What follows belongs to an exercise in optimizing a design on an open flow for small area, a short achievable clock period and few clock cycles; a production flow would make more cautious choices.
In this exercise RTL edits were held to simulation tests only and were not proved equivalent to the original.

Setup of cedar:
==> flow/design.v <==
module vbsort16 (
    input  wire         clk,
    input  wire         rst,           
    input  wire         in_valid,
    output wire         in_ready,
    input  wire [511:0] in_key,        
    input  wire [15:0]  in_s,          
    input  wire [15:0]  in_n,          
    input  wire [511:0] in_pay,        
    input  wire         desc,
    input  wire         nulls_first,
    input  wire         unsigned_key,
    output wire         out_valid,
    input  wire         out_ready,
    output wire [511:0] out_key,
    output wire [15:0]  out_s,
    output wire [15:0]  out_n,
    output wire [511:0] out_pay
);
    localparam [1:0] S_IDLE = 2'd0,
                     S_SORT = 2'd1,
                     S_OUT  = 2'd2;
    localparam EW = 66;            
    reg [1:0]        state;
    reg [3:0]        step;         
    reg [EW*16-1:0]  ev;           
    reg              desc_r, nf_r, uns_r;
    assign in_ready  = (state == S_IDLE) | ((state == S_OUT) & out_ready);
    assign out_valid = (state == S_OUT);
    reg [2:0] st_t;
    reg [1:0] st_d;
    always @(*) begin
        case (step)
            4'd0:    begin st_t = 3'd1; st_d = 2'd0; end
            4'd1:    begin st_t = 3'd2; st_d = 2'd1; end
            4'd2:    begin st_t = 3'd2; st_d = 2'd0; end
            4'd3:    begin st_t = 3'd3; st_d = 2'd2; end
            4'd4:    begin st_t = 3'd3; st_d = 2'd1; end
            4'd5:    begin st_t = 3'd3; st_d = 2'd0; end
            4'd6:    begin st_t = 3'd4; st_d = 2'd3; end
            4'd7:    begin st_t = 3'd4; st_d = 2'd2; end
            4'd8:    begin st_t = 3'd4; st_d = 2'd1; end
            default: begin st_t = 3'd4; st_d = 2'd0; end
        endcase
    end
    function [1:0] cls(input s, input n, input nf);
        if (n)       cls = nf ? 2'd0 : 2'd1;
        else if (s)  cls = nf ? 2'd1 : 2'd0;
        else         cls = 2'd2;
    endfunction
    function earlier(input [EW-1:0] x, input [EW-1:0] y, input nf, input dsc, input uns);
        reg [1:0]  cx, cy;
        reg [31:0] kx, ky;
        reg        klt, kgt;
        begin
            cx = cls(x[65], x[64], nf);
            cy = cls(y[65], y[64], nf);
            kx = {x[63] ^ ~uns, x[62:32]};
            ky = {y[63] ^ ~uns, y[62:32]};
            klt = dsc ? (kx > ky) : (kx < ky);
            kgt = dsc ? (kx < ky) : (kx > ky);
            earlier = (cx < cy) || (cx == cy && (klt || (!kgt && x[31:0] < y[31:0])));
        end
    endfunction
    wire [EW*16-1:0] nv;
    genvar gp;
    generate
        for (gp = 0; gp < 16; gp = gp + 1) begin : g_pos
            wire [EW-1:0] self = ev[EW*gp +: EW];
            reg  [EW-1:0] partner;
            reg           lower, asc;
            always @(*) begin
                case (st_d)
                    2'd0:    partner = ev[EW*(gp ^ 1) +: EW];
                    2'd1:    partner = ev[EW*(gp ^ 2) +: EW];
                    2'd2:    partner = ev[EW*(gp ^ 4) +: EW];
                    default: partner = ev[EW*(gp ^ 8) +: EW];
                endcase
                lower = ((gp >> st_d) & 1) == 0;
                asc   = ((gp >> st_t) & 1) == 0;
            end
            wire take_earlier = (lower == asc);
            wire use_partner  = take_earlier ? earlier(partner, self, nf_r, desc_r, uns_r)
                                             : earlier(self, partner, nf_r, desc_r, uns_r);
            assign nv[EW*gp +: EW] = use_partner ? partner : self;
            assign out_s[gp]            = self[65];
            assign out_n[gp]            = self[64];
            assign out_key[32*gp +: 32] = self[63:32];
            assign out_pay[32*gp +: 32] = self[31:0];
        end
    endgenerate
    integer i;
    always @(posedge clk) begin
        if (rst) begin
            state <= S_IDLE;
        end else begin
            case (state)
                S_IDLE: begin
                    if (in_valid) begin
                        for (i = 0; i < 16; i = i + 1)
                            ev[EW*i +: EW] <= {in_s[i], in_n[i], in_key[32*i +: 32], in_pay[32*i +: 32]};
                        desc_r <= desc;
                        nf_r   <= nulls_first;
                        uns_r  <= unsigned_key;
                        step   <= 4'd0;
                        state  <= S_SORT;
                    end
                end
                S_SORT: begin
                    ev   <= nv;
                    step <= step + 4'd1;
                    if (step == 4'd9)
                        state <= S_OUT;
                end
                S_OUT: begin
                    if (out_ready) begin
                        if (in_valid) begin
                            for (i = 0; i < 16; i = i + 1)
                                ev[EW*i +: EW] <= {in_s[i], in_n[i], in_key[32*i +: 32], in_pay[32*i +: 32]};
                            desc_r <= desc;
                            nf_r   <= nulls_first;
                            uns_r  <= unsigned_key;
                            step   <= 4'd0;
                            state  <= S_SORT;
                        end else begin
                            state <= S_IDLE;
                        end
                    end
                end
                default: state <= S_IDLE;
            endcase
        end
    end
endmodule
==> flow/config.mk <==
export PLATFORM = sky130hd
export DESIGN_NAME = vbsort16
export DESIGN_NICKNAME = vbsort16
export VERILOG_FILES = /design/flow/design.v
export SDC_FILE = /design/flow/constraint.sdc
export NUM_CORES = 8
export LEC_CHECK = 0
export CAP_MARGIN = 20
export CORE_AREA = 10 10 790 790
export DIE_AREA = 0 0 800 800
export PLACE_DENSITY = 0.4
export SLEW_MARGIN = 20
==> flow/constraint.sdc <==
create_clock -name core_clock -period 9.0 [get_ports {clk}]
set_input_delay 1.8000 -clock core_clock [delete_from_list [all_inputs] [get_ports {clk}]]
set_output_delay 1.8000 -clock core_clock [all_outputs]
set_load 0.01 [all_outputs]
run.sh (not shown) runs the stock make flow with config.mk's settings and CLKGATE_MAP_FILE= SYNTH_SCRIPT=/design/flow/synth_recipe.tcl, a recipe that flattens the netlist after the stock synthesis.
Testbench counts of cedar, summed over its fixed seeds: cycles 5,640.
Input-level comparison between pine and cedar:
-- flow/design.v --
<<< cedar, line 26
    reg [EW*16-1:0]  ev;           
    reg              desc_r, nf_r, uns_r;
    assign in_ready  = (state == S_IDLE) | ((state == S_OUT) & out_ready);
    assign out_valid = (state == S_OUT);
    reg [2:0] st_t;
>>> pine, line 26
    reg [EW*16-1:0]  ev;           
    reg              desc_r, nf_r, uns_r;
    assign in_ready  = (state == S_IDLE);
    assign out_valid = (state == S_OUT);
    reg [2:0] st_t;
<<< cedar, line 114
                end
                S_OUT: begin
                    if (out_ready) begin
                        if (in_valid) begin
                            for (i = 0; i < 16; i = i + 1)
                                ev[EW*i +: EW] <= {in_s[i], in_n[i], in_key[32*i +: 32], in_pay[32*i +: 32]};
                            desc_r <= desc;
                            nf_r   <= nulls_first;
                            uns_r  <= unsigned_key;
                            step   <= 4'd0;
                            state  <= S_SORT;
                        end else begin
                            state <= S_IDLE;
                        end
                    end
                end
                default: state <= S_IDLE;
>>> pine, line 114
                end
                S_OUT: begin
                    if (out_ready)
                        state <= S_IDLE;
                end
                default: state <= S_IDLE;
Notes after the runs:
Maximum number of pins on one net before global-route repair ended up about 8% higher on pine than on cedar.
Placed cell area of cedar is on par with pine.
Changes observed in pine relative to cedar: shortest period the worst path allows up 0.70 ns; worst hold slack down 0.0082 ns; arrival time reported for the critical path endpoint up 0.74 ns.
Looking at number of antenna cells inserted across pine and cedar, the one that comes out higher is cedar.
Via count (lower): pine
The run showing the smaller global-route wire length before repair is pine.
pine against cedar: total number of multi-input combinational cells now sits lower; maximum frequency from static timing analysis went down; count of plain and timing-repair buffers in the layout picked up an extra 0.87%; utilization now sits at about the same level.
Testbench counts of pine, summed over its fixed seeds: cycles 6,144.

==> port drivers added, routing unchanged <==
The flow's constraints put no driver on any port. The routed layouts listed below were extracted and timed again, unchanged, in two steps. Step 1: set_driving_cell puts a clkbuf_16 on clk and a buf_2 on each other input, an assumption about the parent block. Step 2 times the ports against the registers' clock, not the clock port: input delays grow and output delays shrink by t, the midpoint of the rising clock arrivals with the driver on. Slacks: ideal ports / drivers / drivers and shift; pairs: ideal ports / drivers.
run | t, ns | setup WS [ns] | worst setup path at the end | clock arrival spread, ns
cedar | 1.017 | 1.243 / 1.243 / 1.243 | register to register | 0.068 / 0.068
pine | 1.026 | 0.543 / 0.543 / 0.543 | register to register | 0.098 / 0.099
After both steps setup and hold are still met in every run listed.
